From an optimization exercise on the open Yosys and OpenROAD flow, aimed at small area, a short achievable clock period and few clock cycles per item; shortcuts taken in it are not production practice.
In this exercise RTL edits were held to simulation tests only and were not proved equivalent to the original.
No activity file was given, so power comes from the tool's default toggle rates.

**design/flow/config.mk**
```make
export PLATFORM = sky130hd
export DESIGN_NAME = kh_addr_decode
export DESIGN_NICKNAME = kh_addr_decode
export VERILOG_FILES = /design/flow/design.v
export SDC_FILE = /design/flow/constraint.sdc
export NUM_CORES = 4
export LEC_CHECK = 0
export ABC_AREA = 1
export CAP_MARGIN = 20
export CORE_MARGIN = 2
export CORE_UTILIZATION = 40
export CTS_BUF_LIST = sky130_fd_sc_hd__clkbuf_8
export CTS_CLUSTER_DIAMETER = 80
export CTS_CLUSTER_SIZE = 16
export SLEW_MARGIN = 20
```
**design/flow/constraint.sdc**
```tcl
create_clock -name core_clock -period 105.0 [get_ports {clk}]
set_input_delay 21.0000 -clock core_clock [delete_from_list [all_inputs] [get_ports {clk}]]
set_output_delay 21.0000 -clock core_clock [all_outputs]
set_load 0.01 [all_outputs]
```
**design/flow/design.v**
```verilog
module kh_addr_decode (
    input  wire        clk,
    input  wire        rst,           
    input  wire        cfg_we,
    input  wire [3:0]  cfg_idx,
    input  wire [63:0] cfg_wdata,
    input  wire        in_valid,
    output reg         in_ready,
    input  wire [51:0] in_addr,
    output reg         out_valid,
    input  wire        out_ready,
    output reg  [6:0]  out_slice,
    output reg  [12:0] out_sf_set,
    output reg  [7:0]  out_hlc_set,
    output reg  [9:0]  out_pred,
    output reg         out_hit,
    output reg  [3:0]  out_region,
    output reg  [3:0]  out_port
);
    function [3:0] mod9_6;
        input [5:0] i;
        begin
            case (i)
                6'd0: mod9_6 = 4'd0;
                6'd1: mod9_6 = 4'd1;
                6'd2: mod9_6 = 4'd2;
                6'd3: mod9_6 = 4'd3;
                6'd4: mod9_6 = 4'd4;
                6'd5: mod9_6 = 4'd5;
                6'd6: mod9_6 = 4'd6;
                6'd7: mod9_6 = 4'd7;
                6'd8: mod9_6 = 4'd8;
                6'd9: mod9_6 = 4'd0;
                6'd10: mod9_6 = 4'd1;
                6'd11: mod9_6 = 4'd2;
                6'd12: mod9_6 = 4'd3;
                6'd13: mod9_6 = 4'd4;
                6'd14: mod9_6 = 4'd5;
                6'd15: mod9_6 = 4'd6;
                6'd16: mod9_6 = 4'd7;
                6'd17: mod9_6 = 4'd8;
                6'd18: mod9_6 = 4'd0;
                6'd19: mod9_6 = 4'd1;
                6'd20: mod9_6 = 4'd2;
                6'd21: mod9_6 = 4'd3;
                6'd22: mod9_6 = 4'd4;
                6'd23: mod9_6 = 4'd5;
                6'd24: mod9_6 = 4'd6;
                6'd25: mod9_6 = 4'd7;
                6'd26: mod9_6 = 4'd8;
                6'd27: mod9_6 = 4'd0;
                6'd28: mod9_6 = 4'd1;
                6'd29: mod9_6 = 4'd2;
                6'd30: mod9_6 = 4'd3;
                6'd31: mod9_6 = 4'd4;
                6'd32: mod9_6 = 4'd5;
                6'd33: mod9_6 = 4'd6;
                6'd34: mod9_6 = 4'd7;
                6'd35: mod9_6 = 4'd8;
                6'd36: mod9_6 = 4'd0;
                6'd37: mod9_6 = 4'd1;
                6'd38: mod9_6 = 4'd2;
                6'd39: mod9_6 = 4'd3;
                6'd40: mod9_6 = 4'd4;
                6'd41: mod9_6 = 4'd5;
                6'd42: mod9_6 = 4'd6;
                6'd43: mod9_6 = 4'd7;
                6'd44: mod9_6 = 4'd8;
                6'd45: mod9_6 = 4'd0;
                6'd46: mod9_6 = 4'd1;
                6'd47: mod9_6 = 4'd2;
                6'd48: mod9_6 = 4'd3;
                6'd49: mod9_6 = 4'd4;
                6'd50: mod9_6 = 4'd5;
                6'd51: mod9_6 = 4'd6;
                6'd52: mod9_6 = 4'd7;
                6'd53: mod9_6 = 4'd8;
                6'd54: mod9_6 = 4'd0;
                6'd55: mod9_6 = 4'd1;
                6'd56: mod9_6 = 4'd2;
                6'd57: mod9_6 = 4'd3;
                6'd58: mod9_6 = 4'd4;
                6'd59: mod9_6 = 4'd5;
                6'd60: mod9_6 = 4'd6;
                6'd61: mod9_6 = 4'd7;
                6'd62: mod9_6 = 4'd8;
                6'd63: mod9_6 = 4'd0;
                default: mod9_6 = 4'd0;
            endcase
        end
    endfunction
    function [2:0] mod7_6;
        input [5:0] i;
        begin
            case (i)
                6'd0: mod7_6 = 3'd0;
                6'd1: mod7_6 = 3'd1;
                6'd2: mod7_6 = 3'd2;
                6'd3: mod7_6 = 3'd3;
                6'd4: mod7_6 = 3'd4;
                6'd5: mod7_6 = 3'd5;
                6'd6: mod7_6 = 3'd6;
                6'd7: mod7_6 = 3'd0;
                6'd8: mod7_6 = 3'd1;
                6'd9: mod7_6 = 3'd2;
                6'd10: mod7_6 = 3'd3;
                6'd11: mod7_6 = 3'd4;
                6'd12: mod7_6 = 3'd5;
                6'd13: mod7_6 = 3'd6;
                6'd14: mod7_6 = 3'd0;
                6'd15: mod7_6 = 3'd1;
                6'd16: mod7_6 = 3'd2;
                6'd17: mod7_6 = 3'd3;
                6'd18: mod7_6 = 3'd4;
                6'd19: mod7_6 = 3'd5;
                6'd20: mod7_6 = 3'd6;
                6'd21: mod7_6 = 3'd0;
                6'd22: mod7_6 = 3'd1;
                6'd23: mod7_6 = 3'd2;
                6'd24: mod7_6 = 3'd3;
                6'd25: mod7_6 = 3'd4;
                6'd26: mod7_6 = 3'd5;
                6'd27: mod7_6 = 3'd6;
                6'd28: mod7_6 = 3'd0;
                6'd29: mod7_6 = 3'd1;
                6'd30: mod7_6 = 3'd2;
                6'd31: mod7_6 = 3'd3;
                6'd32: mod7_6 = 3'd4;
                6'd33: mod7_6 = 3'd5;
                6'd34: mod7_6 = 3'd6;
                6'd35: mod7_6 = 3'd0;
                6'd36: mod7_6 = 3'd1;
                6'd37: mod7_6 = 3'd2;
                6'd38: mod7_6 = 3'd3;
                6'd39: mod7_6 = 3'd4;
                6'd40: mod7_6 = 3'd5;
                6'd41: mod7_6 = 3'd6;
                6'd42: mod7_6 = 3'd0;
                6'd43: mod7_6 = 3'd1;
                6'd44: mod7_6 = 3'd2;
                6'd45: mod7_6 = 3'd3;
                6'd46: mod7_6 = 3'd4;
                6'd47: mod7_6 = 3'd5;
                6'd48: mod7_6 = 3'd6;
                6'd49: mod7_6 = 3'd0;
                6'd50: mod7_6 = 3'd1;
                6'd51: mod7_6 = 3'd2;
                6'd52: mod7_6 = 3'd3;
                6'd53: mod7_6 = 3'd4;
                6'd54: mod7_6 = 3'd5;
                6'd55: mod7_6 = 3'd6;
                6'd56: mod7_6 = 3'd0;
                6'd57: mod7_6 = 3'd1;
                6'd58: mod7_6 = 3'd2;
                6'd59: mod7_6 = 3'd3;
                6'd60: mod7_6 = 3'd4;
                6'd61: mod7_6 = 3'd5;
                6'd62: mod7_6 = 3'd6;
                6'd63: mod7_6 = 3'd0;
                default: mod7_6 = 3'd0;
            endcase
        end
    endfunction
    function [2:0] mod5_4;
        input [3:0] i;
        begin
            case (i)
                4'd0: mod5_4 = 3'd0;
                4'd1: mod5_4 = 3'd1;
                4'd2: mod5_4 = 3'd2;
                4'd3: mod5_4 = 3'd3;
                4'd4: mod5_4 = 3'd4;
                4'd5: mod5_4 = 3'd0;
                4'd6: mod5_4 = 3'd1;
                4'd7: mod5_4 = 3'd2;
                4'd8: mod5_4 = 3'd3;
                4'd9: mod5_4 = 3'd4;
                4'd10: mod5_4 = 3'd0;
                4'd11: mod5_4 = 3'd1;
                4'd12: mod5_4 = 3'd2;
                4'd13: mod5_4 = 3'd3;
                4'd14: mod5_4 = 3'd4;
                4'd15: mod5_4 = 3'd0;
                default: mod5_4 = 3'd0;
            endcase
        end
    endfunction
    function [3:0] mod11_6;
        input [5:0] i;
        begin
            case (i)
                6'd0: mod11_6 = 4'd2;
                6'd1: mod11_6 = 4'd3;
                6'd2: mod11_6 = 4'd4;
                6'd3: mod11_6 = 4'd5;
                6'd4: mod11_6 = 4'd6;
                6'd5: mod11_6 = 4'd7;
                6'd6: mod11_6 = 4'd8;
                6'd7: mod11_6 = 4'd9;
                6'd8: mod11_6 = 4'd10;
                6'd9: mod11_6 = 4'd0;
                6'd10: mod11_6 = 4'd1;
                6'd11: mod11_6 = 4'd2;
                6'd12: mod11_6 = 4'd3;
                6'd13: mod11_6 = 4'd4;
                6'd14: mod11_6 = 4'd5;
                6'd15: mod11_6 = 4'd6;
                6'd16: mod11_6 = 4'd7;
                6'd17: mod11_6 = 4'd8;
                6'd18: mod11_6 = 4'd9;
                6'd19: mod11_6 = 4'd10;
                6'd20: mod11_6 = 4'd0;
                6'd21: mod11_6 = 4'd1;
                6'd22: mod11_6 = 4'd2;
                6'd23: mod11_6 = 4'd3;
                6'd24: mod11_6 = 4'd4;
                6'd25: mod11_6 = 4'd5;
                6'd26: mod11_6 = 4'd6;
                6'd27: mod11_6 = 4'd7;
                6'd28: mod11_6 = 4'd8;
                6'd29: mod11_6 = 4'd9;
                6'd30: mod11_6 = 4'd10;
                6'd31: mod11_6 = 4'd0;
                6'd32: mod11_6 = 4'd1;
                6'd33: mod11_6 = 4'd2;
                6'd34: mod11_6 = 4'd3;
                6'd35: mod11_6 = 4'd4;
                6'd36: mod11_6 = 4'd5;
                6'd37: mod11_6 = 4'd6;
                6'd38: mod11_6 = 4'd7;
                6'd39: mod11_6 = 4'd8;
                6'd40: mod11_6 = 4'd9;
                6'd41: mod11_6 = 4'd10;
                6'd42: mod11_6 = 4'd0;
                6'd43: mod11_6 = 4'd1;
                6'd44: mod11_6 = 4'd2;
                6'd45: mod11_6 = 4'd3;
                6'd46: mod11_6 = 4'd4;
                6'd47: mod11_6 = 4'd5;
                6'd48: mod11_6 = 4'd6;
                6'd49: mod11_6 = 4'd7;
                6'd50: mod11_6 = 4'd8;
                6'd51: mod11_6 = 4'd9;
                6'd52: mod11_6 = 4'd10;
                6'd53: mod11_6 = 4'd0;
                6'd54: mod11_6 = 4'd1;
                6'd55: mod11_6 = 4'd2;
                6'd56: mod11_6 = 4'd3;
                6'd57: mod11_6 = 4'd4;
                6'd58: mod11_6 = 4'd5;
                6'd59: mod11_6 = 4'd6;
                6'd60: mod11_6 = 4'd7;
                6'd61: mod11_6 = 4'd8;
                6'd62: mod11_6 = 4'd9;
                6'd63: mod11_6 = 4'd10;
                default: mod11_6 = 4'd0;
            endcase
        end
    endfunction
    reg [21:0] rgn_nbase [0:15];
    reg [21:0] rgn_limit [0:15];
    reg [11:0] rgn_mask  [0:15];
    reg [1:0]  rgn_gran  [0:15];
    reg [15:0] rgn_ok;
    wire w_ok = cfg_wdata[63] & (|cfg_wdata[55:44]);
    genvar g;
    generate
        for (g = 0; g < 16; g = g + 1) begin : g_rgn
            wire sel = cfg_we && cfg_idx == g;
            always @(posedge clk) begin
                if (sel) begin
                    rgn_nbase[g] <= ~cfg_wdata[21:0];
                    rgn_limit[g] <= cfg_wdata[43:22];
                    rgn_mask[g]  <= cfg_wdata[55:44];
                    rgn_gran[g]  <= cfg_wdata[57:56];
                end
            end
            always @(posedge clk) begin
                if (rst)
                    rgn_ok[g] <= 1'b0;
                else if (sel)
                    rgn_ok[g] <= w_ok;
            end
        end
    endgenerate
    reg [51:6] a_r;
    reg        a_v;
    reg        s_v;
    wire in_fire  = in_valid && in_ready;
    wire out_take = !out_valid || out_ready;
    wire a_used   = a_v && (out_take || !s_v);
    always @(posedge clk)
        if (in_fire) a_r <= in_addr[51:6];
    wire [51:6] a = a_r;
    wire [6:0] slice_c = a[12:6] ^ a[19:13] ^ a[26:20] ^ a[33:27]
                       ^ a[40:34] ^ a[47:41] ^ {3'b000, a[51:48]};
    wire [12:0] sf_set_c = a[25:13] ^ a[38:26] ^ a[51:39];
    wire [7:0] hlc_set_c = a[20:13] ^ a[28:21] ^ a[36:29] ^ a[44:37]
                         ^ {1'b0, a[51:45]};
    wire [9:0] pred_c = a[15:6] ^ a[25:16] ^ a[35:26] ^ a[45:36]
                      ^ {4'b0000, a[51:46]};
    wire [21:0] gib  = a[51:30];
    wire [21:0] ngib = ~gib;
    wire [15:0] hit_v;
    generate
        for (g = 0; g < 16; g = g + 1) begin : g_cmp
            wire [22:0] cb;    
            wire [22:0] cl;    
            assign cb[0] = 1'b1;
            assign cl[0] = 1'b1;
            genvar i;
            for (i = 0; i < 22; i = i + 1) begin : g_bit
                assign cb[i+1] = (gib[i] & rgn_nbase[g][i]) | (cb[i] & (gib[i] | rgn_nbase[g][i]));
                assign cl[i+1] = (rgn_limit[g][i] & ngib[i]) | (cl[i] & (rgn_limit[g][i] | ngib[i]));
            end
            assign hit_v[g] = rgn_ok[g] & cb[22] & cl[22];
        end
    endgenerate
    wire [15:0] pf1 = hit_v | {hit_v[14:0], 1'b0};
    wire [15:0] pf2 = pf1 | {pf1[13:0], 2'b0};
    wire [15:0] pf4 = pf2 | {pf2[11:0], 4'b0};
    wire [15:0] pf8 = pf4 | {pf4[7:0], 8'b0};
    wire [15:0] first = hit_v & ~{pf8[14:0], 1'b0};
    reg [11:0] mask_s;
    reg [1:0]  gran_s;
    reg [3:0]  region_s;
    integer r;
    always @(*) begin
        mask_s   = 12'd0;
        gran_s   = 2'd0;
        region_s = 4'd0;
        for (r = 0; r < 16; r = r + 1) begin
            mask_s   = mask_s   | (rgn_mask[r] & {12{first[r]}});
            gran_s   = gran_s   | (rgn_gran[r] & {2{first[r]}});
            region_s = region_s | (r[3:0] & {4{first[r]}});
        end
    end
    wire hit_s = pf8[15];
    wire [20:8] ym;
    assign ym[11:8]  = a[11:8]  & {4{gran_s == 2'd0}};
    assign ym[15:12] = a[15:12] & {4{gran_s[1] == 1'b0}};
    assign ym[20:16] = a[20:16] & {5{gran_s != 2'd3}};
    wire f12_s1;
    wire f12_c2;
    wire f12_s3;
    wire f12_c4;
    wire f12_s5;
    wire f12_c6;
    wire f12_s7;
    wire f12_c8;
    wire f12_s9;
    wire f12_c10;
    wire f12_s11;
    wire f12_c12;
    wire f12_s13;
    wire f12_c14;
    wire f12_s15;
    wire f12_c16;
    wire f12_s17;
    wire f12_c18;
    wire f12_s19;
    wire f12_c20;
    wire f12_s21;
    wire f12_c22;
    wire f12_s23;
    wire f12_c24;
    wire f12_s25;
    wire f12_c26;
    wire f12_s27;
    wire f12_c28;
    wire f12_s29;
    wire f12_c30;
    wire f12_s31;
    wire f12_c32;
    wire f12_s33;
    wire f12_c34;
    wire f12_s35;
    wire f12_c36;
    wire f12_s37;
    wire f12_c38;
    wire f12_s39;
    wire f12_c40;
    wire f12_s41;
    wire f12_c42;
    wire f12_s43;
    wire f12_c44;
    wire f12_s45;
    wire f12_c46;
    wire f12_s47;
    wire f12_c48;
    wire f6_s49;
    wire f6_c50;
    wire f6_s51;
    wire f6_c52;
    wire f6_s53;
    wire f6_c54;
    wire f6_s55;
    wire f6_c56;
    wire f6_s57;
    wire f6_c58;
    wire f6_s59;
    wire f6_c60;
    wire f6_s61;
    wire f6_c62;
    wire f6_s63;
    wire f6_c64;
    wire f6_s65;
    wire f6_c66;
    wire f6_s67;
    wire f6_c68;
    wire f6_s69;
    wire f6_c70;
    wire f6_s71;
    wire f6_c72;
    wire [6:0] r6_v73;
    wire r6_hs74;
    wire r6_hc75;
    wire r6_s76;
    wire r6_c77;
    wire r6_hs78;
    wire r6_hc79;
    wire r6_hs80;
    wire r6_hc81;
    wire f4_s82;
    wire f4_c83;
    wire f4_s84;
    wire f4_c85;
    wire f4_s86;
    wire f4_c87;
    wire f4_s88;
    wire f4_c89;
    wire f4_s90;
    wire f4_c91;
    wire f4_s92;
    wire f4_c93;
    wire f4_s94;
    wire f4_c95;
    wire f4_s96;
    wire f4_c97;
    wire f4_s98;
    wire f4_c99;
    wire f4_s100;
    wire f4_c101;
    wire f4_s102;
    wire f4_c103;
    wire f4_s104;
    wire f4_c105;
    wire [4:0] r4_v106;
    wire r4_hs107;
    wire r4_hc108;
    wire r4_s109;
    wire r4_c110;
    wire r4_s111;
    wire r4_c112;
    wire r4_s113;
    wire r4_c114;
    wire f10_s115;
    wire f10_c116;
    wire f10_s117;
    wire f10_c118;
    wire f10_s119;
    wire f10_c120;
    wire f10_s121;
    wire f10_c122;
    wire f10_s123;
    wire f10_c124;
    wire f10_s125;
    wire f10_c126;
    wire f10_s127;
    wire f10_c128;
    wire f10_s129;
    wire f10_c130;
    wire f10_s131;
    wire f10_c132;
    wire f10_s133;
    wire f10_c134;
    wire f10_s135;
    wire f10_c136;
    wire f10_s137;
    wire f10_c138;
    wire f10_s139;
    wire f10_c140;
    wire f10_s141;
    wire f10_c142;
    wire f10_s143;
    wire f10_c144;
    wire f10_s145;
    wire f10_c146;
    wire f10_s147;
    wire f10_c148;
    wire f10_s149;
    wire f10_c150;
    wire f10_s151;
    wire f10_c152;
    wire f10_s153;
    wire f10_c154;
    wire f10_s155;
    wire f10_c156;
    wire f10_s157;
    wire f10_c158;
    wire f10_s159;
    wire f10_c160;
    wire f10_s161;
    wire f10_c162;
    wire f10_s163;
    wire f10_c164;
    wire f10_s165;
    wire f10_c166;
    wire f10_s167;
    wire f10_c168;
    wire f10_s169;
    wire f10_c170;
    wire f10_s171;
    wire f10_c172;
    wire f10_s173;
    wire f10_c174;
    wire [10:0] r10_v175;
    wire r10_hs176;
    wire r10_hc177;
    wire r10_s178;
    wire r10_c179;
    wire r10_hs180;
    wire r10_hc181;
    wire r10_hs182;
    wire r10_hc183;
    wire r10_hs184;
    wire r10_hc185;
    wire r10_hs186;
    wire r10_hc187;
    wire r10_hs188;
    wire r10_hc189;
    wire r10_hs190;
    wire r10_hc191;
    wire r10_s192;
    wire r10_c193;
    wire r10_s194;
    wire r10_c195;
    assign f12_s1 = a[24] ^ a[36] ^ a[48];
    assign f12_c2 = (a[24] & a[36]) | (a[24] & a[48]) | (a[36] & a[48]);
    assign f12_s3 = a[25] ^ a[37] ^ a[49];
    assign f12_c4 = (a[25] & a[37]) | (a[25] & a[49]) | (a[37] & a[49]);
    assign f12_s5 = a[26] ^ a[38] ^ a[50];
    assign f12_c6 = (a[26] & a[38]) | (a[26] & a[50]) | (a[38] & a[50]);
    assign f12_s7 = a[27] ^ a[39] ^ a[51];
    assign f12_c8 = (a[27] & a[39]) | (a[27] & a[51]) | (a[39] & a[51]);
    assign f12_s9 = a[21] ^ a[33] ^ a[45];
    assign f12_c10 = (a[21] & a[33]) | (a[21] & a[45]) | (a[33] & a[45]);
    assign f12_s11 = a[22] ^ a[34] ^ a[46];
    assign f12_c12 = (a[22] & a[34]) | (a[22] & a[46]) | (a[34] & a[46]);
    assign f12_s13 = a[23] ^ a[35] ^ a[47];
    assign f12_c14 = (a[23] & a[35]) | (a[23] & a[47]) | (a[35] & a[47]);
    assign f12_s15 = a[28] ^ a[40] ^ f12_c8;
    assign f12_c16 = (a[28] & a[40]) | (a[28] & f12_c8) | (a[40] & f12_c8);
    assign f12_s17 = a[29] ^ a[41] ^ f12_c16;
    assign f12_c18 = (a[29] & a[41]) | (a[29] & f12_c16) | (a[41] & f12_c16);
    assign f12_s19 = a[30] ^ a[42] ^ f12_c18;
    assign f12_c20 = (a[30] & a[42]) | (a[30] & f12_c18) | (a[42] & f12_c18);
    assign f12_s21 = a[31] ^ a[43] ^ f12_c20;
    assign f12_c22 = (a[31] & a[43]) | (a[31] & f12_c20) | (a[43] & f12_c20);
    assign f12_s23 = a[32] ^ a[44] ^ f12_c22;
    assign f12_c24 = (a[32] & a[44]) | (a[32] & f12_c22) | (a[44] & f12_c22);
    assign f12_s25 = f12_s1 ^ f12_c14 ^ ym[12];
    assign f12_c26 = (f12_s1 & f12_c14) | (f12_s1 & ym[12]) | (f12_c14 & ym[12]);
    assign f12_s27 = f12_c2 ^ f12_s3 ^ ym[13];
    assign f12_c28 = (f12_c2 & f12_s3) | (f12_c2 & ym[13]) | (f12_s3 & ym[13]);
    assign f12_s29 = f12_c4 ^ f12_s5 ^ ym[14];
    assign f12_c30 = (f12_c4 & f12_s5) | (f12_c4 & ym[14]) | (f12_s5 & ym[14]);
    assign f12_s31 = f12_c6 ^ f12_s7 ^ ym[15];
    assign f12_c32 = (f12_c6 & f12_s7) | (f12_c6 & ym[15]) | (f12_s7 & ym[15]);
    assign f12_s33 = f12_s23 ^ ym[8] ^ ym[20];
    assign f12_c34 = (f12_s23 & ym[8]) | (f12_s23 & ym[20]) | (ym[8] & ym[20]);
    assign f12_s35 = f12_s9 ^ f12_c24 ^ ym[9];
    assign f12_c36 = (f12_s9 & f12_c24) | (f12_s9 & ym[9]) | (f12_c24 & ym[9]);
    assign f12_s37 = f12_c10 ^ f12_s11 ^ ym[10];
    assign f12_c38 = (f12_c10 & f12_s11) | (f12_c10 & ym[10]) | (f12_s11 & ym[10]);
    assign f12_s39 = f12_c12 ^ f12_s13 ^ ym[11];
    assign f12_c40 = (f12_c12 & f12_s13) | (f12_c12 & ym[11]) | (f12_s13 & ym[11]);
    assign f12_s41 = f12_s15 ^ ym[16] ^ f12_c32;
    assign f12_c42 = (f12_s15 & ym[16]) | (f12_s15 & f12_c32) | (ym[16] & f12_c32);
    assign f12_s43 = f12_s17 ^ ym[17] ^ f12_c42;
    assign f12_c44 = (f12_s17 & ym[17]) | (f12_s17 & f12_c42) | (ym[17] & f12_c42);
    assign f12_s45 = f12_s19 ^ ym[18] ^ f12_c44;
    assign f12_c46 = (f12_s19 & ym[18]) | (f12_s19 & f12_c44) | (ym[18] & f12_c44);
    assign f12_s47 = f12_s21 ^ ym[19] ^ f12_c46;
    assign f12_c48 = (f12_s21 & ym[19]) | (f12_s21 & f12_c46) | (ym[19] & f12_c46);
    assign f6_s49 = f12_c28 ^ f12_s29 ^ f12_s33;
    assign f6_c50 = (f12_c28 & f12_s29) | (f12_c28 & f12_s33) | (f12_s29 & f12_s33);
    assign f6_s51 = f12_c30 ^ f12_s31 ^ f12_c34;
    assign f6_c52 = (f12_c30 & f12_s31) | (f12_c30 & f12_c34) | (f12_s31 & f12_c34);
    assign f6_s53 = f12_s35 ^ f6_c50 ^ f6_s51;
    assign f6_c54 = (f12_s35 & f6_c50) | (f12_s35 & f6_s51) | (f6_c50 & f6_s51);
    assign f6_s55 = f12_c36 ^ f12_s37 ^ f12_s41;
    assign f6_c56 = (f12_c36 & f12_s37) | (f12_c36 & f12_s41) | (f12_s37 & f12_s41);
    assign f6_s57 = f6_c52 ^ f6_c54 ^ f6_s55;
    assign f6_c58 = (f6_c52 & f6_c54) | (f6_c52 & f6_s55) | (f6_c54 & f6_s55);
    assign f6_s59 = f12_c38 ^ f12_s39 ^ f12_s43;
    assign f6_c60 = (f12_c38 & f12_s39) | (f12_c38 & f12_s43) | (f12_s39 & f12_s43);
    assign f6_s61 = f12_s25 ^ f12_c40 ^ f12_s45;
    assign f6_c62 = (f12_s25 & f12_c40) | (f12_s25 & f12_s45) | (f12_c40 & f12_s45);
    assign f6_s63 = f6_c56 ^ f6_c58 ^ f6_s59;
    assign f6_c64 = (f6_c56 & f6_c58) | (f6_c56 & f6_s59) | (f6_c58 & f6_s59);
    assign f6_s65 = f6_c60 ^ f6_s61 ^ f6_c64;
    assign f6_c66 = (f6_c60 & f6_s61) | (f6_c60 & f6_c64) | (f6_s61 & f6_c64);
    assign f6_s67 = f12_c26 ^ f12_s27 ^ f12_s47;
    assign f6_c68 = (f12_c26 & f12_s27) | (f12_c26 & f12_s47) | (f12_s27 & f12_s47);
    assign f6_s69 = f6_c62 ^ f6_c66 ^ f6_s67;
    assign f6_c70 = (f6_c62 & f6_c66) | (f6_c62 & f6_s67) | (f6_c66 & f6_s67);
    assign f6_s71 = f6_s49 ^ f12_c48 ^ f6_c68;
    assign f6_c72 = (f6_s49 & f12_c48) | (f6_s49 & f6_c68) | (f12_c48 & f6_c68);
    assign r6_v73[0] = f6_s65;
    assign r6_v73[1] = f6_s69;
    assign r6_hs74 = f6_c70 ^ f6_s71;
    assign r6_hc75 = f6_c70 & f6_s71;
    assign r6_v73[2] = r6_hs74;
    assign r6_s76 = f6_s53 ^ f6_c72 ^ r6_hc75;
    assign r6_c77 = (f6_s53 & f6_c72) | (f6_s53 & r6_hc75) | (f6_c72 & r6_hc75);
    assign r6_v73[3] = r6_s76;
    assign r6_hs78 = f6_s57 ^ r6_c77;
    assign r6_hc79 = f6_s57 & r6_c77;
    assign r6_v73[4] = r6_hs78;
    assign r6_hs80 = f6_s63 ^ r6_hc79;
    assign r6_hc81 = f6_s63 & r6_hc79;
    assign r6_v73[5] = r6_hs80;
    assign r6_v73[6] = r6_hc81;
    assign f4_s82 = f12_s25 ^ f12_c40 ^ f12_s33;
    assign f4_c83 = (f12_s25 & f12_c40) | (f12_s25 & f12_s33) | (f12_c40 & f12_s33);
    assign f4_s84 = f12_c26 ^ f12_s27 ^ f12_c34;
    assign f4_c85 = (f12_c26 & f12_s27) | (f12_c26 & f12_c34) | (f12_s27 & f12_c34);
    assign f4_s86 = f12_c28 ^ f12_s29 ^ f12_c36;
    assign f4_c87 = (f12_c28 & f12_s29) | (f12_c28 & f12_c36) | (f12_s29 & f12_c36);
    assign f4_s88 = f12_c30 ^ f12_s31 ^ f12_c38;
    assign f4_c89 = (f12_c30 & f12_s31) | (f12_c30 & f12_c38) | (f12_s31 & f12_c38);
    assign f4_s90 = f12_s41 ^ f4_s82 ^ f4_c89;
    assign f4_c91 = (f12_s41 & f4_s82) | (f12_s41 & f4_c89) | (f4_s82 & f4_c89);
    assign f4_s92 = f12_s35 ^ f4_c83 ^ f4_s84;
    assign f4_c93 = (f12_s35 & f4_c83) | (f12_s35 & f4_s84) | (f4_c83 & f4_s84);
    assign f4_s94 = f12_s37 ^ f4_c85 ^ f4_s86;
    assign f4_c95 = (f12_s37 & f4_c85) | (f12_s37 & f4_s86) | (f4_c85 & f4_s86);
    assign f4_s96 = f12_s39 ^ f4_c87 ^ f4_s88;
    assign f4_c97 = (f12_s39 & f4_c87) | (f12_s39 & f4_s88) | (f4_c87 & f4_s88);
    assign f4_s98 = f12_s43 ^ f4_c91 ^ f4_s92;
    assign f4_c99 = (f12_s43 & f4_c91) | (f12_s43 & f4_s92) | (f4_c91 & f4_s92);
    assign f4_s100 = f4_c93 ^ f4_s94 ^ f12_s45;
    assign f4_c101 = (f4_c93 & f4_s94) | (f4_c93 & f12_s45) | (f4_s94 & f12_s45);
    assign f4_s102 = f4_s90 ^ f4_c97 ^ f12_c48;
    assign f4_c103 = (f4_s90 & f4_c97) | (f4_s90 & f12_c48) | (f4_c97 & f12_c48);
    assign f4_s104 = f4_c95 ^ f4_s96 ^ f12_s47;
    assign f4_c105 = (f4_c95 & f4_s96) | (f4_c95 & f12_s47) | (f4_s96 & f12_s47);
    assign r4_hs107 = f4_s102 ^ f4_c105;
    assign r4_hc108 = f4_s102 & f4_c105;
    assign r4_v106[0] = r4_hs107;
    assign r4_s109 = f4_s98 ^ f4_c103 ^ r4_hc108;
    assign r4_c110 = (f4_s98 & f4_c103) | (f4_s98 & r4_hc108) | (f4_c103 & r4_hc108);
    assign r4_v106[1] = r4_s109;
    assign r4_s111 = f4_c99 ^ f4_s100 ^ r4_c110;
    assign r4_c112 = (f4_c99 & f4_s100) | (f4_c99 & r4_c110) | (f4_s100 & r4_c110);
    assign r4_v106[2] = r4_s111;
    assign r4_s113 = f4_c101 ^ f4_s104 ^ r4_c112;
    assign r4_c114 = (f4_c101 & f4_s104) | (f4_c101 & r4_c112) | (f4_s104 & r4_c112);
    assign r4_v106[3] = r4_s113;
    assign r4_v106[4] = r4_c114;
    assign f10_s115 = a[30] ^ a[40] ^ a[50];
    assign f10_c116 = (a[30] & a[40]) | (a[30] & a[50]) | (a[40] & a[50]);
    assign f10_s117 = a[21] ^ a[31] ^ a[41];
    assign f10_c118 = (a[21] & a[31]) | (a[21] & a[41]) | (a[31] & a[41]);
    assign f10_s119 = a[22] ^ a[32] ^ a[42];
    assign f10_c120 = (a[22] & a[32]) | (a[22] & a[42]) | (a[32] & a[42]);
    assign f10_s121 = a[23] ^ a[33] ^ a[43];
    assign f10_c122 = (a[23] & a[33]) | (a[23] & a[43]) | (a[33] & a[43]);
    assign f10_s123 = a[24] ^ a[34] ^ a[44];
    assign f10_c124 = (a[24] & a[34]) | (a[24] & a[44]) | (a[34] & a[44]);
    assign f10_s125 = a[25] ^ a[35] ^ a[45];
    assign f10_c126 = (a[25] & a[35]) | (a[25] & a[45]) | (a[35] & a[45]);
    assign f10_s127 = a[26] ^ a[36] ^ a[46];
    assign f10_c128 = (a[26] & a[36]) | (a[26] & a[46]) | (a[36] & a[46]);
    assign f10_s129 = a[27] ^ a[37] ^ a[47];
    assign f10_c130 = (a[27] & a[37]) | (a[27] & a[47]) | (a[37] & a[47]);
    assign f10_s131 = a[28] ^ a[38] ^ a[48];
    assign f10_c132 = (a[28] & a[38]) | (a[28] & a[48]) | (a[38] & a[48]);
    assign f10_s133 = a[29] ^ a[39] ^ a[49];
    assign f10_c134 = (a[29] & a[39]) | (a[29] & a[49]) | (a[39] & a[49]);
    assign f10_s135 = a[51] ^ f10_c116 ^ f10_s117;
    assign f10_c136 = (a[51] & f10_c116) | (a[51] & f10_s117) | (f10_c116 & f10_s117);
    assign f10_s137 = f10_c118 ^ f10_s119 ^ f10_c136;
    assign f10_c138 = (f10_c118 & f10_s119) | (f10_c118 & f10_c136) | (f10_s119 & f10_c136);
    assign f10_s139 = f10_c120 ^ f10_s121 ^ f10_c138;
    assign f10_c140 = (f10_c120 & f10_s121) | (f10_c120 & f10_c138) | (f10_s121 & f10_c138);
    assign f10_s141 = f10_c122 ^ f10_s123 ^ f10_c140;
    assign f10_c142 = (f10_c122 & f10_s123) | (f10_c122 & f10_c140) | (f10_s123 & f10_c140);
    assign f10_s143 = f10_c124 ^ f10_s125 ^ f10_c142;
    assign f10_c144 = (f10_c124 & f10_s125) | (f10_c124 & f10_c142) | (f10_s125 & f10_c142);
    assign f10_s145 = f10_c126 ^ f10_s127 ^ f10_c144;
    assign f10_c146 = (f10_c126 & f10_s127) | (f10_c126 & f10_c144) | (f10_s127 & f10_c144);
    assign f10_s147 = f10_c128 ^ f10_s129 ^ f10_c146;
    assign f10_c148 = (f10_c128 & f10_s129) | (f10_c128 & f10_c146) | (f10_s129 & f10_c146);
    assign f10_s149 = f10_c130 ^ f10_s131 ^ f10_c148;
    assign f10_c150 = (f10_c130 & f10_s131) | (f10_c130 & f10_c148) | (f10_s131 & f10_c148);
    assign f10_s151 = f10_c132 ^ f10_s133 ^ f10_c150;
    assign f10_c152 = (f10_c132 & f10_s133) | (f10_c132 & f10_c150) | (f10_s133 & f10_c150);
    assign f10_s153 = f10_s115 ^ f10_c134 ^ ym[10];
    assign f10_c154 = (f10_s115 & f10_c134) | (f10_s115 & ym[10]) | (f10_c134 & ym[10]);
    assign f10_s155 = f10_s149 ^ ym[8] ^ ym[18];
    assign f10_c156 = (f10_s149 & ym[8]) | (f10_s149 & ym[18]) | (ym[8] & ym[18]);
    assign f10_s157 = ym[9] ^ ym[19] ^ f10_s151;
    assign f10_c158 = (ym[9] & ym[19]) | (ym[9] & f10_s151) | (ym[19] & f10_s151);
    assign f10_s159 = ym[20] ^ f10_c152 ^ f10_s153;
    assign f10_c160 = (ym[20] & f10_c152) | (ym[20] & f10_s153) | (f10_c152 & f10_s153);
    assign f10_s161 = f10_s135 ^ ym[11] ^ f10_c154;
    assign f10_c162 = (f10_s135 & ym[11]) | (f10_s135 & f10_c154) | (ym[11] & f10_c154);
    assign f10_s163 = f10_s137 ^ ym[12] ^ f10_c162;
    assign f10_c164 = (f10_s137 & ym[12]) | (f10_s137 & f10_c162) | (ym[12] & f10_c162);
    assign f10_s165 = f10_s139 ^ ym[13] ^ f10_c164;
    assign f10_c166 = (f10_s139 & ym[13]) | (f10_s139 & f10_c164) | (ym[13] & f10_c164);
    assign f10_s167 = f10_s141 ^ ym[14] ^ f10_c166;
    assign f10_c168 = (f10_s141 & ym[14]) | (f10_s141 & f10_c166) | (ym[14] & f10_c166);
    assign f10_s169 = f10_s143 ^ ym[15] ^ f10_c168;
    assign f10_c170 = (f10_s143 & ym[15]) | (f10_s143 & f10_c168) | (ym[15] & f10_c168);
    assign f10_s171 = f10_s145 ^ ym[16] ^ f10_c170;
    assign f10_c172 = (f10_s145 & ym[16]) | (f10_s145 & f10_c170) | (ym[16] & f10_c170);
    assign f10_s173 = f10_s147 ^ ym[17] ^ f10_c172;
    assign f10_c174 = (f10_s147 & ym[17]) | (f10_s147 & f10_c172) | (ym[17] & f10_c172);
    assign r10_hs176 = f10_c158 ^ f10_s159;
    assign r10_hc177 = f10_c158 & f10_s159;
    assign r10_v175[0] = r10_hs176;
    assign r10_s178 = f10_c160 ^ f10_s161 ^ r10_hc177;
    assign r10_c179 = (f10_c160 & f10_s161) | (f10_c160 & r10_hc177) | (f10_s161 & r10_hc177);
    assign r10_v175[1] = r10_s178;
    assign r10_hs180 = f10_s163 ^ r10_c179;
    assign r10_hc181 = f10_s163 & r10_c179;
    assign r10_v175[2] = r10_hs180;
    assign r10_hs182 = f10_s165 ^ r10_hc181;
    assign r10_hc183 = f10_s165 & r10_hc181;
    assign r10_v175[3] = r10_hs182;
    assign r10_hs184 = f10_s167 ^ r10_hc183;
    assign r10_hc185 = f10_s167 & r10_hc183;
    assign r10_v175[4] = r10_hs184;
    assign r10_hs186 = f10_s169 ^ r10_hc185;
    assign r10_hc187 = f10_s169 & r10_hc185;
    assign r10_v175[5] = r10_hs186;
    assign r10_hs188 = f10_s171 ^ r10_hc187;
    assign r10_hc189 = f10_s171 & r10_hc187;
    assign r10_v175[6] = r10_hs188;
    assign r10_hs190 = f10_s173 ^ r10_hc189;
    assign r10_hc191 = f10_s173 & r10_hc189;
    assign r10_v175[7] = r10_hs190;
    assign r10_s192 = f10_s155 ^ f10_c174 ^ r10_hc191;
    assign r10_c193 = (f10_s155 & f10_c174) | (f10_s155 & r10_hc191) | (f10_c174 & r10_hc191);
    assign r10_v175[8] = r10_s192;
    assign r10_s194 = f10_c156 ^ f10_s157 ^ r10_c193;
    assign r10_c195 = (f10_c156 & f10_s157) | (f10_c156 & r10_c193) | (f10_s157 & r10_c193);
    assign r10_v175[9] = r10_s194;
    assign r10_v175[10] = r10_c195;
    wire [5:0] t63   = r6_v73[5:0] + {5'd0, r6_v73[6]};
    wire [3:0] t15   = r4_v106[3:0] + {3'd0, r4_v106[4]};
    wire [9:0] t1023 = r10_v175[9:0] + {9'd0, r10_v175[10]};
    reg  [5:0] u63;
    reg  [3:0] u15;
    reg  [9:0] u1023;
    always @(*) begin
        case (gran_s)    
            2'd0: begin u63 = {t63[1:0], t63[5:2]}; u15 = t15;             u1023 = {t1023[7:0], t1023[9:8]}; end
            2'd1: begin u63 = t63;                  u15 = t15;             u1023 = {t1023[1:0], t1023[9:2]}; end
            2'd2: begin u63 = {t63[3:0], t63[5:4]}; u15 = t15;             u1023 = {t1023[5:0], t1023[9:6]}; end
            default: begin u63 = {t63[2:0], t63[5:3]}; u15 = {t15[0], t15[3:1]}; u1023 = {t1023[0], t1023[9:1]}; end
        endcase
    end
    wire [5:0] d11 = {1'b0, u1023[4:0]} + {1'b0, ~u1023[9:5]};
    wire [3:0] r9  = mod9_6(u63);
    wire [2:0] r7  = mod7_6(u63);
    wire [2:0] r5  = mod5_4(u15);
    wire [3:0] r11 = mod11_6(d11);
    reg  [2:0] r8;
    always @(*) begin
        case (gran_s)
            2'd0:    r8 = a[10:8];
            2'd1:    r8 = a[14:12];
            2'd2:    r8 = a[18:16];
            default: r8 = a[23:21];
        endcase
    end
    wire [1:0] r3 = (r9 >= 4'd6) ? r9 - 4'd6 : (r9 >= 4'd3) ? r9 - 4'd3 : r9;
    wire [1:0] q0 = mask_s[0] + mask_s[1] + mask_s[2];
    wire [1:0] q1 = mask_s[3] + mask_s[4] + mask_s[5];
    wire [1:0] q2 = mask_s[6] + mask_s[7] + mask_s[8];
    wire [1:0] q3 = mask_s[9] + mask_s[10] + mask_s[11];
    wire [2:0] h0 = q0 + q1;
    wire [2:0] h1 = q2 + q3;
    wire [3:0] nports = h0 + h1;
    reg [3:0] k_c;
    always @(*) begin
        case (nports)
            4'd2:    k_c = {3'd0, r8[0]};
            4'd3:    k_c = {2'd0, r3};
            4'd4:    k_c = {2'd0, r8[1:0]};
            4'd5:    k_c = {1'b0, r5};
            4'd6:    k_c = (r8[0] == r3[0]) ? {2'd0, r3} : {2'd0, r3} + 4'd3;
            4'd7:    k_c = {1'b0, r7};
            4'd8:    k_c = {1'b0, r8};
            4'd9:    k_c = r9;
            4'd10:   k_c = (r8[0] == r5[0]) ? {1'b0, r5} : {1'b0, r5} + 4'd5;
            4'd11:   k_c = r11;
            4'd12:   k_c = (r3 == 2'd0) ? ((r8[1:0] == 2'd0) ? 4'd0 : (r8[1:0] == 2'd1) ? 4'd9 :
                                           (r8[1:0] == 2'd2) ? 4'd6 : 4'd3) :
                       (r3 == 2'd1) ? ((r8[1:0] == 2'd0) ? 4'd4 : (r8[1:0] == 2'd1) ? 4'd1 :
                                           (r8[1:0] == 2'd2) ? 4'd10 : 4'd7) :
                                      ((r8[1:0] == 2'd0) ? 4'd8 : (r8[1:0] == 2'd1) ? 4'd5 :
                                           (r8[1:0] == 2'd2) ? 4'd2 : 4'd11);
            default: k_c = 4'd0;
        endcase
    end
    reg [3:0] below_n [0:11];
    integer j;
    always @(*) begin
        below_n[0] = 4'd0;
        for (j = 1; j < 12; j = j + 1)
            below_n[j] = below_n[j-1] + {3'd0, mask_s[j-1]};
    end
    reg [3:0] port_c;
    always @(*) begin
        port_c = 4'd0;
        for (j = 0; j < 12; j = j + 1)
            if (mask_s[j] && below_n[j] == k_c)
                port_c = port_c | j[3:0];
    end
    wire [46:0] res_c = {slice_c, sf_set_c, hlc_set_c, pred_c, hit_s, region_s, port_c};
    reg [46:0] skid;
    wire       s_next = out_take ? (s_v && a_v) : (s_v || a_v);
    wire       a_next = in_fire || (a_v && !a_used);
    always @(posedge clk) begin
        if (rst) begin
            a_v       <= 1'b0;
            s_v       <= 1'b0;
            out_valid <= 1'b0;
            in_ready  <= 1'b1;
        end else begin
            a_v       <= a_next;
            s_v       <= s_next;
            if (out_take)
                out_valid <= s_v || a_v;
            in_ready  <= !(a_next && s_next);
        end
    end
    always @(posedge clk) begin
        if (a_v && (out_take ? s_v : !s_v))
            skid <= res_c;
    end
    always @(posedge clk) begin
        if (out_take && (s_v || a_v))
            {out_slice, out_sf_set, out_hlc_set, out_pred, out_hit, out_region, out_port}
                <= s_v ? skid : res_c;
    end
endmodule
```
**design/flow/flow/run.sh**
```bash
#!/bin/bash
set -euo pipefail
rm -rf scripts_mod
cp -r "$FLOW_HOME/scripts" scripts_mod
cp flow/abc_area.script scripts_mod/abc_area.script
export SCRIPTS_DIR="$PWD/scripts_mod"
export BUFFER_PORTS_ARGS="-buffer_cell sky130_fd_sc_hd__buf_1"
bash standard.sh > standard.log 2>&1
```
**design/flow/flow/abc_area.script**
```
strash
dch -f
map -a
topo
```
**design/flow/standard.sh**
```bash
#!/bin/bash
# synth_recipe.tcl (not shown) runs the flow's synth.tcl, then flattens the netlist and writes it again
# the make line also repeats each setting of config.mk as NAME=value (left out here)
make -C /OpenROAD-flow-scripts/flow DESIGN_CONFIG=/design/flow/config.mk WORK_HOME=/design/flow/orfs CLKGATE_MAP_FILE= SYNTH_SCRIPT=/design/flow/synth_recipe.tcl "${@:-finish}"
```
==> results of run 1 <==
==> cell families (layout without fill, tap and decap cells) <==
family / Yosys count / count (layout) / share of synthesized area
buffers and inverters: 331 / 697 / 0.0251
AOI/OAI and AO/OA: 1131 / 1131 / 0.152
adders and majority gates: 201 / 201 / 0.0632
xor gates and xnor gates: 168 / 168 / 0.0298
DFF: 1088 / 1088 / 0.657
other: 0 / 1 / 0
and+or+nand+nor: 898 / 898 / 0.0733
==> state kept, by name (all words and copies together), names as in the netlist, 8 cells and up <==
name and count:
a_r 46, out_hlc_set 8, out_pred 10, out_sf_set 13, rgn_gran 32, rgn_limit 352, rgn_mask 192, rgn_nbase 352
rgn_ok 16, skid 47
==> per-layer routing <==
layer  part of all wire  up-vias
met5                  0        -
met1               0.45    16800
met4              0.022        0
li1                   -    15300
met2               0.47      930
met3              0.060      140
==> power by group <==
part           leakage, nW  internal (mW)  switching [mW]
combinational         6.87          0.324           0.617
sequential            9.86          0.490         0.00556
clock                0.788         0.0790           0.139
total                 17.5          0.893           0.762
==> worst min-delay path by stage <==
stage,start,to
2_1_floorplan,skid[0]$_DFFE_PP_,out_port[0]$_DFFE_PP_
3_3_place_gp,skid[2]$_DFFE_PP_,out_port[2]$_DFFE_PP_
3_5_place_dp,skid[18]$_DFFE_PP_,out_pred[9]$_DFFE_PP_
4_1_cts,skid[39]$_DFFE_PP_,out_sf_set[12]$_DFFE_PP_
5_1_grt,skid[31]$_DFFE_PP_,out_sf_set[4]$_DFFE_PP_
6_report,skid[39]$_DFFE_PP_,out_sf_set[12]$_DFFE_PP_
==> cell usage after synthesis, types with 11 or more instances <==
master    number
xnor2_1       73
o21ai_0      233
xor2_1        95
nand2_1      526
nor4_1        16
ha_1          76
clkinv_1     331
dfxtp_1       20
edfxtp_1    1068
o22ai_1      216
fa_1          92
nand4_1       23
a22oi_1      169
o211ai_1      32
nor2_1       240
maj3_1        33
o221ai_1      78
a221oi_1     127
nand3_1       55
a211oi_1      12
a21oi_1      191
a221o_2       11
nor3_1        18
==> critical path: stages <==
cell and delay [ns]:
buf_1 0.14, nand3_1 0.33, nor2_4 0.82, buf_4 0.68
==> layout make-up <==
cell class                      count  area share
Sequential cell                  1088       0.598
Multi-Input combinational cell   2398       0.292
Tap cell                         1625      0.0374
Timing Repair Buffer              248      0.0230
Inverter                          331      0.0229
Clock buffer                       85      0.0215
Clock inverter                     33     0.00472
Antenna cell                        1   0.0000461
==> stage by stage <==
stage	hold WS [ns]	utilization
detailed placement	0.505	0.433
global route	0.548	0.444
finish	0.526	0.444
floorplan	0.494	-
global placement	0.501	0.433
CTS	0.528	0.444
==> impl_metrics.toml, run 1 <==
[sta]
timing.final.ws_setup_ns = 82.32
timing.fmax_ghz = 0.0441
skew_ns = 0.0575
setup_viol = 0
rsz0062_at_grt = "false"
fin_crit_sh = 0.216
hold_viol_final = 0
tns_ns = 0
period_needed_ns = 22.68
slew-limit-headroom = 0.279
worstMarginPinSlew_ns = 1.08
slew_viol_final = 0

[place]
port-buffer-count = 162
gp_congestion = 0.863
placed_area_um2 = 52900
dpl.cell_count = 5690
place_ws_ns = 81.54
dpl.hpwl_mm = 83.2

[global_routing]
grt_max_degree = 70
grtUsageMet2 = 0.332
use_met1 = 0.280
grt_use_total = 0.201
top_usage_layer = "met2"
grt_overflow_total = 0
grt_pass1_vias = 32400
grt_pass1_wl_mm = 194
met3_usage = 0.0268
antenna_found_initial = 1

[power]
leakagePower_nw = 17.5
p_per_area_nw_per_um2 = 30.5
peakVddDrop_uv = 76.6
p_total_mw = 1.65

[final_layout]
area_growth_pct = 9.83
final_net_count = 4442
finalInstanceArea_um2 = 54300
multi_input_area_um2 = 15900
final_cell_count_no_fill = 5809
layout_common_cells = "edfxtp_1 (1,068), nand2_1 (526), clkinv_1 (332), o21ai_0 (231), nor2_1 (222)"
fillCellCount = 11000
ff_latch_area_um2 = 32500
final_common_cell = "edfxtp_1"
drive_above_1_share = 0.0593

[clock_network]
h-tree-depth = 3
cts.clk_slew.worst_paths_ns = 0.09
cts_setup_buffers = 0
clock-root-buffer = "clkbuf_8"
cts-resized-gates = 0
clock_latency_ns = 0.78
cts_made_buffers = 82
cts_sinks = 1088
ctsHoldBuffers = 0
cts_tree = "yes"
cts.path.max_buffers = 3

[synthesis]
netlist.area_leader.share = 0.649
synth_top_area_cell = "edfxtp_1"
synth.avg_cell_area_um2 = 13.0
syn_area_um2 = 49400
synth_nets = 4110
ys_types = 49
synth_ff_type = "edfxtp_1"
ys_seq_area_frac = 0.657
synthCells = 3817
async_flop_share = 0
yosys_register_bits = 1088
synth_warnings = 6
synth_area_leaders = "edfxtp_1 (65%), nand2_1 (4.0%), fa_1 (3.7%)"
synth_edf_count = 1068

[floorplanning]
core_region_area_um2 = 122000
die_x_um = 356
die_h_um = 356
die_area_um2 = 126000
pin_count = 174
row_count = 128
start_util = 0.405

[drt]
drc_errors = 0
num_vias = 33200
drtAntennaViolNets = 0
viasPerCell = 5.72
avgRoutedWirePerCell_um = 22.2
routed_wl_mm = 129
dr.pass1.iters = 5
drt_iter0_drc = 3237

[critical_path]
startpoint_type = "input pin"
crit_path_start = "cfg_we"
r2r.worst_path.cells = 94
timing.rr.end = "out_port[3]$_DFFE_PP_"
timing.rr.start = "a_r[32]$_DFFE_PP_"
crit_type = "in2reg"
path_max_fanout = 39
crit_end = "rgn_mask[13][0]$_DFFE_PP_"
reg2reg_setup_slack_ns = 85.51
cp.arrival_ns = 23.05
cp_data_required_time_ns = 105.37
end_kind = "flip-flop"

[run]
max_cap_violations = 0

[outcome]
status = "complete, no violations"

[min_path]
hold_path_class = "reg2reg"
hold_depth = 2
Testbench counts, summed over its fixed seeds: cycles 16,016, items 16,000.
==> run 2, diff against run 1 <==
--- a/design/flow/config.mk
+++ b/design/flow/config.mk
@@ -7,9 +7,9 @@
 export LEC_CHECK = 0
 export ABC_AREA = 1
-export CAP_MARGIN = 20
+export CAP_MARGIN = 50
 export CORE_MARGIN = 2
-export CORE_UTILIZATION = 40
+export CORE_UTILIZATION = 60
 export CTS_BUF_LIST = sky130_fd_sc_hd__clkbuf_8
 export CTS_CLUSTER_DIAMETER = 80
 export CTS_CLUSTER_SIZE = 16
-export SLEW_MARGIN = 20
+export SLEW_MARGIN = 50
==> impl_metrics.toml, run 2 <==
[power]
power.internal_mw = 0.892
peakVddDrop_uv = 53.3
sequentialPowerShare = 0.295
p_per_area_nw_per_um2 = 31.1
leakagePower_nw = 17.7
p_sw_mw = 0.786
switching_share = 0.469
p_comb_frac = 0.580
p_total_mw = 1.68
p_clk_frac = 0.125

[critical_path]
cp_data_required_time_ns = 105.67
crit_type = "in2reg"
startpoint_type = "input pin"
path_max_fanout = 44
end_kind = "flip-flop"
cp.arrival_ns = 23.06

[final_layout]
largestRegisters = "rgn_limit: 352 flops, rgn_nbase: 352 flops, rgn_mask: 192 flops"
finalInstanceArea_um2 = 53900
final_common_cell = "edfxtp_1"
final_net_count = 4445
fin_util = 0.659
fillCellCount = 6016
area_growth_pct = 9.03
ff_latch_area_um2 = 32500
layout_common_cells = "edfxtp_1 (1,068), nand2_1 (526), clkinv_1 (331), o21ai_0 (229), nor2_1 (220)"
multi_input_area_um2 = 16000
drive_above_1_share = 0.0691

[run]
max_cap_violations = 0

[global_routing]
grt_max_degree = 61
antenna_found_initial = 1
grt_overflow_total = 0
met3_usage = 0.0397
grtUsageMet2 = 0.521
grt_use_total = 0.305
grt_pass1_wl_mm = 197
use_met1 = 0.412
grt_pass1_vias = 33700
top_usage_layer = "met2"

[floorplanning]
core_region_area_um2 = 81800
die_h_um = 291
die_x_um = 291
row_count = 105
pin_count = 174
start_util = 0.604
die_area_um2 = 84700

[clock_network]
clock-root-buffer = "clkbuf_8"
cts.clk_slew.worst_paths_ns = 0.10
cts_setup_buffers = 0
ctsHoldBuffers = 0
cts_sinks = 1088
cts.path.max_buffers = 3
h-tree-depth = 3
cts_tree = "yes"
clock_latency_ns = 0.76
cts-resized-gates = 0
cts_made_buffers = 80

[synthesis]
ys_seq_area_frac = 0.657
syn_area_um2 = 49400
synth_top_area_cell = "edfxtp_1"
ys_types = 49
yosys_register_bits = 1088
synth_edf_count = 1068
synth_area_leaders = "edfxtp_1 (65%), nand2_1 (4.0%), fa_1 (3.7%)"
async_flop_share = 0
synthCells = 3817
synth_ff_type = "edfxtp_1"
synth_nets = 4110
synth.avg_cell_area_um2 = 13.0
netlist.area_leader.share = 0.649
synth_most_common_cell = "edfxtp_1"
synth_warnings = 6
synth_commonest_cells = "edfxtp_1 (1,068), nand2_1 (526), clkinv_1 (331)"

[drt]
avgRoutedWirePerCell_um = 24.7
drtAntennaViolNets = 0
drc_errors = 0
routed_wl_mm = 130
dr.pass1.iters = 5
drt_iter0_drc = 3210
viasPerCell = 6.46
num_vias = 34000

[place]
port-buffer-count = 162
placed_area_um2 = 52400
gp_congestion = 0.904
dpl.hpwl_mm = 85.2

[sta]
skew_ns = 0.0474
slew_viol_final = 0
timing.fmax_ghz = 0.0447
slew-limit-headroom = 0.495
setup_viol = 0
rsz0062_at_grt = "false"
fin_crit_sh = 0.213
hold_viol_final = 0
worstMarginPinSlew_ns = 0.750
tns_ns = 0
period_needed_ns = 22.39

[outcome]
status = "complete, no violations"

[min_path]
hold_path_class = "reg2reg"
run 2: cell counts after synthesis:
No cell type changed its count.
run 2: path summary, 6_finish.rpt:
kind / start / endpoint / slack [ns] / cells after the start
max: cfg_we / rgn_ok[8]$_SDFFE_PP0P_ / 82.61 / 6
min: skid[41]$_DFFE_PP_ / out_slice[1]$_DFFE_PP_ / 0.51 / 2
max reg2reg: a_r[31]$_DFFE_PP_ / out_port[1]$_DFFE_PP_ / 84.45 / 94
min reg2reg: skid[41]$_DFFE_PP_ / out_slice[1]$_DFFE_PP_ / 0.51 / 2
run 2: final cells by class:
class	instances	area share
Sequential cell	1088	0.602
Multi-Input combinational cell	2398	0.296
Timing Repair Buffer	253	0.0283
Tap cell	1070	0.0248
Inverter	331	0.0231
Clock buffer	81	0.0207
Clock inverter	43	0.00490
Antenna cell	1	0.0000464
run 2: cells by family after synthesis:
family,Yosys count,share of synthesized area
XOR/XNOR,168,0.0298
buffers and inverters,331,0.0251
AO/OA/AOI/OAI,1131,0.152
adder cells (fa/ha/maj),201,0.0632
AND/OR/NAND/NOR,898,0.0733
flip-flops,1088,0.657
run 2: worst max-delay path, stage by stage:
cell and delay, ns:
buf_1 0.16, nand3_1 0.36, nor2_4 0.63, buf_6 0.54
o21ai_0 0.16, a21oi_1 0.16
run 2: through the flow:
step	worst slack (ns)	hold slack (ns)	cells
2_1_floorplan	80.85	0.494	3817
3_3_place_gp	81.69	0.503	5127
3_5_place_dp	81.72	0.506	5135
4_1_cts	82.51	0.512	5259
5_1_grt	82.49	0.547	5265
6_report	82.61	0.507	5265
run 2: power by group through the flow:
stage / combinational, mW / sequential (mW) / clock (mW)
finish: 0.972 / 0.496 / 0.210
floorplan: 0.708 / 0.508 / 0
global route: 1.10 / 0.497 / 0.227
detailed placement: 0.955 / 0.506 / 0
CTS: 0.961 / 0.496 / 0.213
global placement: 0.917 / 0.505 / 0
run 2: routing by layer:
metal / wire [um] / vias to the layer above
met4: 3550 / 0
met2: 64100 / 1456
met1: 52900 / 17000
met5: 0 / -
li1: - / 15300
met3: 9530 / 207
==> run 3, diff against run 2 <==
--- a/design/flow/flow/run.sh
+++ b/design/flow/flow/run.sh
@@ -5,4 +5,5 @@
 cp flow/abc_area.script scripts_mod/abc_area.script
 export SCRIPTS_DIR="$PWD/scripts_mod"
+export SYNTH_ARGS="-noabc"
 export BUFFER_PORTS_ARGS="-buffer_cell sky130_fd_sc_hd__buf_1"
 bash standard.sh > standard.log 2>&1
==> impl_metrics.toml, run 3 <==
[outcome]
status = "complete, no violations"

[critical_path]
critPathMaxStageDelay_ns = 0.60
slowest_stage = "a21boi_4"
cp.arrival_ns = 22.96
crit_path_start = "out_ready"
path_max_fanout = 32
end_kind = "flip-flop"
cp_data_required_time_ns = 105.35
timing.rr.start = "a_r[30]$_DFFE_PP_"
reg2reg_setup_slack_ns = 85.00
timing.rr.end = "out_port[0]$_DFFE_PP_"
critPathTopFamily = "simple AND/OR/NAND/NOR gates"
startpoint_type = "input pin"
crit_type = "in2reg"
r2r.worst_path.cells = 85
crit_buf_inv = 2
path_cells = "buf_1 -> nor2_1 -> nand2_1 -> a21boi_4 -> buf_4"

[min_path]
hold_path_class = "reg2reg"
min_from = "skid[15]$_DFFE_PP_"
hold_depth = 2
min_to = "out_pred[6]$_DFFE_PP_"

[drt]
num_vias = 32800
avgRoutedWirePerCell_um = 25.0
dr.pass1.iters = 5
viasPerCell = 6.55
drc_errors = 0
drt_iter0_drc = 3276
routed_wl_mm = 125
drtAntennaViolNets = 0

[clock_network]
cts_made_buffers = 79
cts_setup_buffers = 0
clock-root-buffer = "clkbuf_8"
h-tree-depth = 3
cts.path.max_buffers = 3
ctsHoldBuffers = 0
cts.clk_slew.worst_paths_ns = 0.10
cts_tree = "yes"
cts_sinks = 1088
clock_latency_ns = 0.73
cts-resized-gates = 0

[global_routing]
grt_max_degree = 61
antenna_found_initial = 2
grt_pass1_wl_mm = 189
grt_use_total = 0.301
grt_overflow_total = 0
grt_pass1_vias = 32600

[power]
p_per_area_nw_per_um2 = 29.8
peakVddDrop_uv = 64.4
leakagePower_nw = 17.2

[synthesis]
netlist.area_leader.share = 0.662
synth_commonest_cells = "edfxtp_1 (1,068), nand2_1 (445), o22ai_1 (243)"
synthCells = 3580
synth_nets = 3858
ys_types = 42
synth_top_area_cell = "edfxtp_1"
async_flop_share = 0
yosys_register_bits = 1088
synth_area_leaders = "edfxtp_1 (66%), fa_1 (3.9%), nand2_1 (3.4%)"
synth_ff_type = "edfxtp_1"
synth_most_common_cell = "edfxtp_1"
syn_area_um2 = 48500
synth_edf_count = 1068
ys_seq_area_frac = 0.670
synth_warnings = 6
synth.avg_cell_area_um2 = 13.5

[final_layout]
area_growth_pct = 8.89
final_net_count = 4200
drive_above_1_share = 0.0701
layout_common_cells = "edfxtp_1 (1,068), nand2_1 (444), o22ai_1 (243), nor2_1 (221), a21oi_1 (197)"
largestRegisters = "rgn_limit: 352 flops, rgn_nbase: 352 flops, rgn_mask: 192 flops"
final_common_cell = "edfxtp_1"

[sta]
timing.fmax_ghz = 0.0442
hold_viol_final = 0
slew-limit-headroom = 0.491
period_needed_ns = 22.61
worstMarginPinSlew_ns = 0.755
tns_ns = 0
slew_viol_final = 0
skew_ns = 0.0350
rsz0062_at_grt = "false"
fin_crit_sh = 0.215
hold_ws_ns = 0.526
setup_viol = 0

[place]
port-buffer-count = 162
dpl.hpwl_mm = 80.6
gp_congestion = 0.926

[floorplanning]
pin_count = 174
die_h_um = 288
core_region_area_um2 = 80300
row_count = 104
start_util = 0.604
die_x_um = 288
die_area_um2 = 83100

[run]
max_cap_violations = 0
-- run 3: worst max-delay path by stage --
| stage | depth (start not counted) | endpoint | slack, ns |
|---|---|---|---|
| 3_3_place_gp | 4 | rgn_mask[2][11]$_DFFE_PP_ | 81.72 |
| 4_1_cts | 5 | skid[9]$_DFFE_PP_ | 82.43 |
| 2_1_floorplan | 3 | skid[0]$_DFFE_PP_ | 79.72 |
| 5_1_grt | 5 | skid[9]$_DFFE_PP_ | 82.30 |
| 3_5_place_dp | 5 | skid[25]$_DFFE_PP_ | 81.67 |
| 6_report | 5 | skid[40]$_DFFE_PP_ | 82.39 |
-- run 3: kinds of logic (layout without fill, tap and decap cells) --
group | count (synthesis) | after routing | synth area share
fa+ha+maj | 176 | 176 | 0.0590
other cells | 0 | 2 | 0
buf+inv | 200 | 569 | 0.0155
simple gates | 822 | 822 | 0.0684
compound gates | 1118 | 1118 | 0.155
flops | 1088 | 1088 | 0.670
xor+xnor | 176 | 176 | 0.0318
-- run 3: area by class of cell --
cell class              count  area (um2)
multi-input cells        2292       15400
clock inverters            27         179
diodes                      2        5.00
clock buffers              81        1110
repair buffers            261        1510
fillers                  5895       27500
well taps                1060        1330
flip-flops and latches   1088       32500
inverters                 200         753
-- run 3: power breakdown --
group | switching (mW) | internal [mW]
Combinational | 0.579 | 0.292
Sequential | 0.00563 | 0.490
Clock | 0.132 | 0.0744
-- run 3: stage by stage --
step / setup WS [ns] / util / total power [mW] / std cells / instance area, um2
global route: 82.30 / 0.657 / 1.71 / 5011 / 52800
global placement: 81.72 / 0.638 / 1.32 / 4889 / 51200
detailed placement: 81.67 / 0.640 / 1.36 / 4898 / 51400
finish: 82.39 / 0.657 / 1.57 / 5011 / 52800
CTS: 82.43 / 0.656 / 1.56 / 5006 / 52700
floorplan: 79.72 / - / 1.14 / 3580 / 48500
-- run 3: tightest hold or removal path, delay by kind of cell (launching register included) --
family	cells	cell delay, ns
simple gates	2	0.10
flops	1	0.33
-- run 3: per-layer routing --
metal,GRT usage,vias to the layer above,routed length (um)
li1,-,14800,-
met1,0.400,16500,50800
met2,0.523,1282,63100
met3,0.0316,226,7690
met4,0.100,0,3740
met5,0,-,0
==> run 4, diff against run 3 <==
--- a/design/flow/config.mk
+++ b/design/flow/config.mk
@@ -7,5 +7,5 @@
 export LEC_CHECK = 0
 export ABC_AREA = 1
-export CAP_MARGIN = 50
+export CAP_MARGIN = 70
 export CORE_MARGIN = 2
 export CORE_UTILIZATION = 60
@@ -13,3 +13,3 @@
 export CTS_CLUSTER_DIAMETER = 80
 export CTS_CLUSTER_SIZE = 16
-export SLEW_MARGIN = 50
+export SLEW_MARGIN = 70
==> impl_metrics.toml, run 4 <==
[outcome]
status = "complete, no violations"

[critical_path]
path_cells = "buf_1"
startpoint_type = "flip-flop"
crit_type = "reg2out"
critPathMaxStageDelay_ns = 0.48
critPathTopFamily = "flip-flops"
end_kind = "output pin"
cp_data_required_time_ns = 84.00
crit_buf_inv = 1
path_max_fanout = 1
slowest_stage = "edfxtp_1"
cp.arrival_ns = 1.38

[drt]
drt_iter0_drc = 3511
drc_errors = 0
drtAntennaViolNets = 0
num_vias = 33100
avgRoutedWirePerCell_um = 25.0
dr.pass1.iters = 6
viasPerCell = 6.53
routed_wl_mm = 126

[floorplanning]
pin_count = 174
start_util = 0.604
die_h_um = 288
die_x_um = 288
row_count = 104
core_region_area_um2 = 80300
die_area_um2 = 83100

[final_layout]
final_common_cell = "edfxtp_1"
layout_common_cells = "edfxtp_1 (1,068), nand2_1 (443), o22ai_1 (243), nor2_1 (219), a21oi_1 (192)"
largestRegisters = "rgn_limit: 352 flops, rgn_nbase: 352 flops, rgn_mask: 192 flops"
final_net_count = 4256
drive_above_1_share = 0.0969
area_growth_pct = 10.9

[power]
power.internal_mw = 0.862
leakagePower_nw = 17.6
p_total_mw = 1.59
p_comb_frac = 0.561
sequentialPowerShare = 0.311
p_per_area_nw_per_um2 = 29.6
peakVddDrop_uv = 66.0
p_sw_mw = 0.732
switching_share = 0.459
p_clk_frac = 0.128

[synthesis]
synth_nets = 3858
synth_top_area_cell = "edfxtp_1"
synth.avg_cell_area_um2 = 13.5
netlist.area_leader.share = 0.662
synth_most_common_cell = "edfxtp_1"
syn_area_um2 = 48500
synth_warnings = 6
synth_ff_type = "edfxtp_1"
synth_area_leaders = "edfxtp_1 (66%), fa_1 (3.9%), nand2_1 (3.4%)"
synthCells = 3580
ys_seq_area_frac = 0.670
yosys_register_bits = 1088
async_flop_share = 0
synth_commonest_cells = "edfxtp_1 (1,068), nand2_1 (445), o22ai_1 (243)"
ys_types = 42
synth_edf_count = 1068

[clock_network]
clock_latency_ns = 0.75
cts-resized-gates = 0
cts_sinks = 1088
cts_made_buffers = 79
cts.clk_slew.worst_paths_ns = 0.10
cts_tree = "yes"
ctsHoldBuffers = 0
clock-root-buffer = "clkbuf_8"
cts_setup_buffers = 0
cts.path.max_buffers = 3
h-tree-depth = 3

[place]
gp_congestion = 0.926
port-buffer-count = 162
dpl.hpwl_mm = 82.7

[global_routing]
grt_use_total = 0.304
grt_max_degree = 55
grt_pass1_wl_mm = 190
grt_overflow_total = 0
grt_pass1_vias = 33100
antenna_found_initial = 2

[sta]
setup_viol = 0
slew_viol_final = 0
tns_ns = 0
period_needed_ns = 22.38
rsz0062_at_grt = "false"
timing.fmax_ghz = 0.0447
slew-limit-headroom = 0.698
skew_ns = 0.0415
fin_crit_sh = 0.213
worstMarginPinSlew_ns = 0.453
hold_viol_final = 0

[run]
max_cap_violations = 0

[min_path]
hold_path_class = "reg2reg"
run 4: cell counts after synthesis:
Identical to the previous run, type by type.
run 4: through the flow:
| step | instance area, um2 | hold WS (ns) | utilization | instances | setup WS [ns] |
|---|---|---|---|---|---|
| 3_5_place_dp | 52200 | 0.502 | 0.650 | 4945 | 82.20 |
| 3_3_place_gp | 51200 | 0.505 | 0.638 | 4889 | 81.72 |
| 4_1_cts | 53500 | 0.521 | 0.666 | 5053 | 82.60 |
| 6_report | 53800 | 0.526 | 0.669 | 5066 | 82.62 |
| 2_1_floorplan | 48500 | 0.494 | - | 3580 | 79.72 |
| 5_1_grt | 53800 | 0.563 | 0.669 | 5066 | 82.61 |
run 4: cells by family (layout without fill, tap and decap cells):
| kind of cell | after synthesis | in the layout | share of synthesized area |
|---|---|---|---|
| flops | 1088 | 1088 | 0.670 |
| fa+ha+maj | 176 | 176 | 0.0590 |
| simple gates | 822 | 822 | 0.0684 |
| buf+inv | 200 | 625 | 0.0155 |
| compound gates | 1118 | 1118 | 0.155 |
| xor+xnor | 176 | 176 | 0.0318 |
| other cells | 0 | 1 | 0 |
run 4: worst paths after layout:
| kind | from | to | slack (ns) | cells after the start |
|---|---|---|---|---|
| max reg2reg | a_r[30]$_DFFE_PP_ | out_port[1]$_DFFE_PP_ | 86.19 | 89 |
| min reg2reg | skid[15]$_DFFE_PP_ | out_pred[6]$_DFFE_PP_ | 0.53 | 2 |
| min | skid[15]$_DFFE_PP_ | out_pred[6]$_DFFE_PP_ | 0.53 | 2 |
| max | out_sf_set[7]$_DFFE_PP_ | out_sf_set[7] | 82.62 | 1 |
run 4: layout make-up:
| type | count | area (um2) |
|---|---|---|
| Clock buffer | 80 | 1100 |
| Timing Repair Buffer | 317 | 2280 |
| Clock inverter | 28 | 176 |
| Inverter | 200 | 798 |
| Fill cell | 5770 | 26500 |
| Tap cell | 1060 | 1330 |
| Sequential cell | 1088 | 32500 |
| Multi-Input combinational cell | 2292 | 15600 |
| Antenna cell | 1 | 2.50 |
run 4: worst register-to-register path, delay by kind of cell, from the launching register on:
family                   cells  cell delay (ns)
AO/OA/AOI/OAI               29             5.63
adder cells (fa/ha/maj)     17             5.67
buffers and inverters       13             2.79
flip-flops                   1             0.35
AND/OR/NAND/NOR             30             4.13
run 4: power by group through the flow:
stage               Clock (mW)  Sequential [mW]  Combinational [mW]
detailed placement           0            0.505               0.860
floorplan                    0            0.509               0.633
finish                   0.205            0.495               0.894
global route             0.222            0.496                1.01
global placement             0            0.505               0.818
CTS                      0.209            0.495               0.866
run 4: per-layer routing:
metal  up-vias  GRT usage  share of wire
met5         -          0       0.000079
met3       248     0.0325          0.063
met1     16600      0.400           0.40
li1      14900          -              -
met4         2      0.105          0.032
met2      1301      0.531           0.51

what the ideal ports hide:
In the flow no input, the clock included, has a driving cell. The finished layouts below were timed again as built, in two steps.
Step 1, drivers: a clkbuf_16 drives clk and a buf_2 each remaining input, both assumed.
Step 2 times the ports against the registers' clock, not the clock port: input delays grow and output delays shrink by t, the midpoint of the rising clock arrivals with the driver on.
Three values: no drivers, after step 1, after step 2; two values: the first two.
run	t, ns	setup WS [ns]
run 1	0.825	82.322 / 82.342 / 81.517
run 2	0.797	82.612 / 82.558 / 81.857
run 3	0.772	82.389 / 82.426 / 81.654
run 4	0.792	82.622 / 82.557 / 82.228
After both steps every run listed still meets setup and hold.
